Context: an optimization exercise on an open-source flow, tuned for small area, a short achievable clock period and few clock cycles per item. The choices shown serve that exercise and are no tape-out recipe. Only simulation tests tie the RTL to the original design; equivalence was not proved.

## flow/design.v (module list and top-level ports; edited modules follow where they fit)
// module comp_blend: 281 lines
// module comp_blend_bc: 927 lines
// module comp_blend_ba: 517 lines
// module comp_blend_am: 478 lines
module comp_blend (
    input  wire         clk,
    input  wire         rst,          
    input  wire         in_valid,
    output wire         in_ready,
    input  wire [7:0]   l_en,         
    input  wire [63:0]  z_order,      
    input  wire [79:0]  g_alpha,      
    input  wire [35:0]  bg_colour,    
    input  wire [9:0]   bg_alpha,     
    input  wire [1:0]   depth_sel,    
    input  wire [1:0]   rot,          
    input  wire [2:0]   x_lo,         
    input  wire [2:0]   y_lo,         
    input  wire [287:0] l_colour,     
    input  wire [79:0]  l_alpha,      
    input  wire [7:0]   l_inside,     
    output wire         out_valid,
    input  wire         out_ready,
    output reg  [11:0]  out_c0,       
    output reg  [11:0]  out_c1,       
    output reg  [11:0]  out_c2,       
    output reg  [9:0]   out_alpha,    
    output reg  [9:0]   out_key       
);
  // ...
==> flow/flow/run.sh <==
#!/bin/bash
# The standard layout, with every port buffered by a plain buf_1 instead of
# the buffer buffer_ports picks by itself (a slow delay cell).
set -euo pipefail
export BUFFER_PORTS_ARGS="-buffer_cell sky130_fd_sc_hd__buf_1"
bash standard.sh finish > standard.log 2>&1
==> flow/standard.sh <==
#!/bin/bash
# synth_recipe.tcl (not shown) runs the flow's synth.tcl, then flattens the netlist and writes it again
# the make line also repeats each setting of config.mk as NAME=value (left out here)
make -C /OpenROAD-flow-scripts/flow DESIGN_CONFIG=/design/flow/config.mk WORK_HOME=/design/flow/orfs CLKGATE_MAP_FILE= SYNTH_SCRIPT=/design/flow/synth_recipe.tcl "${@:-finish}"
==> flow/config.mk <==
export PLATFORM = sky130hd
export DESIGN_NAME = comp_blend
export DESIGN_NICKNAME = comp_blend
export VERILOG_FILES = /design/flow/design.v
export SDC_FILE = /design/flow/constraint.sdc
export NUM_CORES = 4
export LEC_CHECK = 0
export CAP_MARGIN = 20
export CORE_MARGIN = 2
export CORE_UTILIZATION = 40
export SETUP_SLACK_MARGIN = 4
export SLEW_MARGIN = 20
==> flow/constraint.sdc <==
create_clock -name core_clock -period 50.0 [get_ports {clk}]
set_input_delay 10.0000 -clock core_clock [delete_from_list [all_inputs] [get_ports {clk}]]
set_output_delay 10.0000 -clock core_clock [all_outputs]
set_load 0.01 [all_outputs]
==> results.toml, run 1 <==
[layout]
diodes = 8
seq_cells = 385
areaGrowthSynthToFinish_pct = 11.11

[clocking]
htreeDepth = 2

[route]
drt_iter0_drc = 4358
routedWlPerCell_um = 25.18
wl_met1_mm = 87.97

[timing]
slew_violations = 0
period_needed_ns = 13.60
fin_ws_ns = 36.40
setup_viol = 0

[status]
status = "timing/DRC/antenna clean"

[synthesis]
yosys-top-cells-count = "inv_1 (1082), ha_1 (626), fa_1 (610)"
synth_compound_area_frac = 0.1652
syn_inst = 6058
yosys.area_share.simple = 0.1423
synth-seq-cells = 385

[floorplanning]
die_y_um = 380.9
rows = 138

[place]
placed_area_sq_mm = 0.06118
gp_congestion = 0.9695
hpwl_mm = 167.6

[critical_path]
crit_type = "in2reg"
path_delay_family = "simple AND/OR/NAND/NOR gates"
cp-startpoint = "g_alpha[10]"
Testbench counts, summed over its fixed seeds: cycles 6,865, items 2,400.
==> run 2: changes to the inputs <==
==> flow/run.sh (new file) <==
#!/bin/bash
# synth_recipe.tcl (not shown) runs the flow's synth.tcl, then flattens the netlist and writes it again
# the make line also repeats each setting of config.mk as NAME=value (left out here)
make -C /OpenROAD-flow-scripts/flow DESIGN_CONFIG=/design/flow/config.mk WORK_HOME=/design/flow/orfs CLKGATE_MAP_FILE= SYNTH_SCRIPT=/design/flow/synth_recipe.tcl finish
removed: flow/flow/run.sh
removed: flow/standard.sh
==> run 2 against run 1 <==
  * Utilization up 2.7 points
  * Still clean on timing, DRC and antenna
  * Die area unchanged
  * Hold slack better by 0.0027 ns
  * Global-route usage about the same
  * Area after synthesis unchanged
  * Via count down 0.54%
  * Synthesized cell count unchanged
  * Clock skew up 0.012 ns
  * Critical endpoint unchanged
  * Wire length down 0.13%
==> results.toml, run 2 <==
[clocking]
cts.hold.buffers_added = 0
root_buffer = "clkbuf_16"
insertion_delay_ns = 0.67
clock_path_buffers = 3
cts_setup_buffers = 0
numCtsBuffers = 52
cts_tree = "built"
cts_resized = 0
htreeDepth = 2
cts.sinks = 385
clk_pin_slew_ns = 0.06

[critical_path]
cp-startpoint = "g_alpha[20]"
worstPathMaxFanout = 4
end_kind = "flop"
path_delay_family = "simple AND/OR/NAND/NOR gates"
slowest_delay_ns = 0.99
start_kind = "input pin"
crit-reg2reg-launch = "p2a[1]"
worst_path_most_repeated_cell = "o21ai_0"
timing.rr.end = "e2[12]"
cp_data_required_time_ns = 50.59
worst-path-stages = 12
crit_chain = "clkdlybuf4s50_1 > or4_1 > nor4_1 > nor3_1 > maj3_1 > o21ai_0 > a21oi_1 > o21ai_0 > o21ai_0 > a211oi_1 > nor2_1 > a221oi_2"
ff2ff_setup_slack_ns = 37.79
crit_path_top_delay_cell = "nor4_1"
arrival_ns = 14.72
crit_type = "in2reg"
setup.worst_path.end = "rdy"
reg2regPathDepth = 42
worst-path-buf-inv = 1

[synthesis]
synth_top_area_frac = 0.2149
synthTopCellsByArea = "fa_1 (21%), edfxtp_1 (20%), ha_1 (14%)"
synth_ff_type = "edfxtp_1"
yosysMostFrequentCell = "inv_1"
netlist_area_sq_mm = 0.05682
synthesis.nets = 7882
synth-seq-cells = 385
yosys-top-cells-count = "inv_1 (1082), ha_1 (626), fa_1 (610)"
yosys_warnings = 3
netlist.top_cell.by_area = "fa_1"
syn_inst = 6058
synth-edff-count = 378
yosysUniqueCellTypes = 93
yosysSeqAreaShare = 0.2022
async_flop_share = 0
avgSynthCellArea_sq_um = 9.379

[timing]
slew_violations = 0
finalSetupTns_ns = 0
rsz0062_at_grt = "no"
tightest_slew_ns = 1.289
hold_viol_final = 0
post-route-period-util = 0.2825
hold_ws_ns = 0.4207
clock_skew_ns = 0.04248
timing.slew.headroom = 0.1326
clock.fmax_mhz = 70.79
setup_viol = 0
period_needed_ns = 14.13

[place]
post-place-cells = 8399
gp_congestion = 1.045
io_buffers = 643
hpwl_mm = 168.7

[status]
status = "timing/DRC/antenna clean"

[layout]
fin_nets = 8387
areaGrowthSynthToFinish_pct = 17.74
final_common_cell = "inv_1"
drive_gt1_frac = 0.04269
fin_cells = 8499
reg_top3 = "bgc x36, hc x36, p1c x36"
layout_common_cells = "inv_1 (1080), clkdlybuf4s50_1 (643), ha_1 (626), fa_1 (610), edfxtp_1 (378)"

[route]
drc = 0
drt-total-wl_mm = 213.9
routedWlPerCell_um = 25.17
drtPass1Iterations = 6
drt_iter0_drc = 3964
vias = 49140
via_per_inst = 5.782
antenna_left = 0

[floorplanning]
io_pins = 646
start_util = 0.4023
die_w_um = 380.9
rows = 138
die_y_um = 380.9
die_area_sq_mm = 0.1451
core_sq_mm = 0.1412

[global_routing]
gr-total-overflow = 0
grt_usage = 0.2905
antenna_found_initial = 25
grt_pass1_wl_mm = 319.4
grt_max_degree = 73
grt_pass1_vias = 50833

[run]
maxCapViolations = 0

[min_path]
hold_path.class = "reg2reg"
[run 2: layer usage]
layer	GRT usage	up-vias	routed length, um
met2	0.4778	2198	99300
met5	0	-	124
met3	0.05553	517	16230
met4	0.1300	20	11250
li1	-	22016	-
met1	0.3702	24389	87030
[run 2: kinds of logic after synthesis]
group / Yosys count / synth area share
simple gates: 1538 / 0.1423
buf+inv: 1334 / 0.08850
flops: 385 / 0.2022
compound gates: 1268 / 0.1652
xor+xnor: 196 / 0.03094
fa+ha+maj: 1245 / 0.3543
mux: 92 / 0.01656
[run 2: cell type report]
class / count / area (sq um)
fillers: 13444 / 74340
multi-input cells: 4339 / 40410
flip-flops and latches: 385 / 11490
repair buffers: 700 / 6864
inverters: 1085 / 4078
well taps: 1890 / 2365
clock buffers: 56 / 1316
clock inverters: 40 / 366.6
diodes: 4 / 10.01
[run 2: worst min path at each step]
stage | start | end | slack, ns | cells after the start
floorplan | bdsel[0] | ddsel[0] | 0.40 | 0
global placement | p1last | p2last | 0.40 | 0
detailed placement | bdsel[1] | ddsel[1] | 0.41 | 0
CTS | p1last | p2last | 0.42 | 0
global route | bthr[0] | dthr[0] | 0.43 | 0
finish | p1last | p2last | 0.42 | 0
[run 2: per-stage QoR]
step | utilization | setup slack [ns] | cell area (sq um)
floorplan | - | 37.71 | 56820
global placement | 0.4616 | 35.43 | 65200
detailed placement | 0.4617 | 35.41 | 65210
CTS | 0.4736 | 36.12 | 66890
global route | 0.4736 | 35.93 | 66900
finish | 0.4737 | 35.87 | 66900

separate check: timing with driven ports:
The flow's constraints put no driver on any port. The routed layouts listed below were extracted and timed again, unchanged, in two steps. Step 1 assumes that a clkbuf_16 drives the clock port and a buf_2 every other input. Step 2, shift: input delay + t, output delay - t, t = (earliest + latest rising clock arrival at the registers) / 2. This alone moves slack from input paths to output paths. a / b / c = ideal / step 1 / step 2; a / b = the first two.
| run | t, ns | setup WS [ns] | worst register clock-pin slew, ns |
|---|---|---|---|
| run 1 | 0.747 | 36.399 / 36.467 / 35.720 | 0.07 / 0.07 |
| run 2 | 0.744 | 35.874 / 35.942 / 35.198 | 0.07 / 0.07 |
After both steps every run listed still meets setup and hold. For run 1, which loses most, drivers alone change the setup slack by +0.068 ns; drivers and shift together by -0.679 ns.
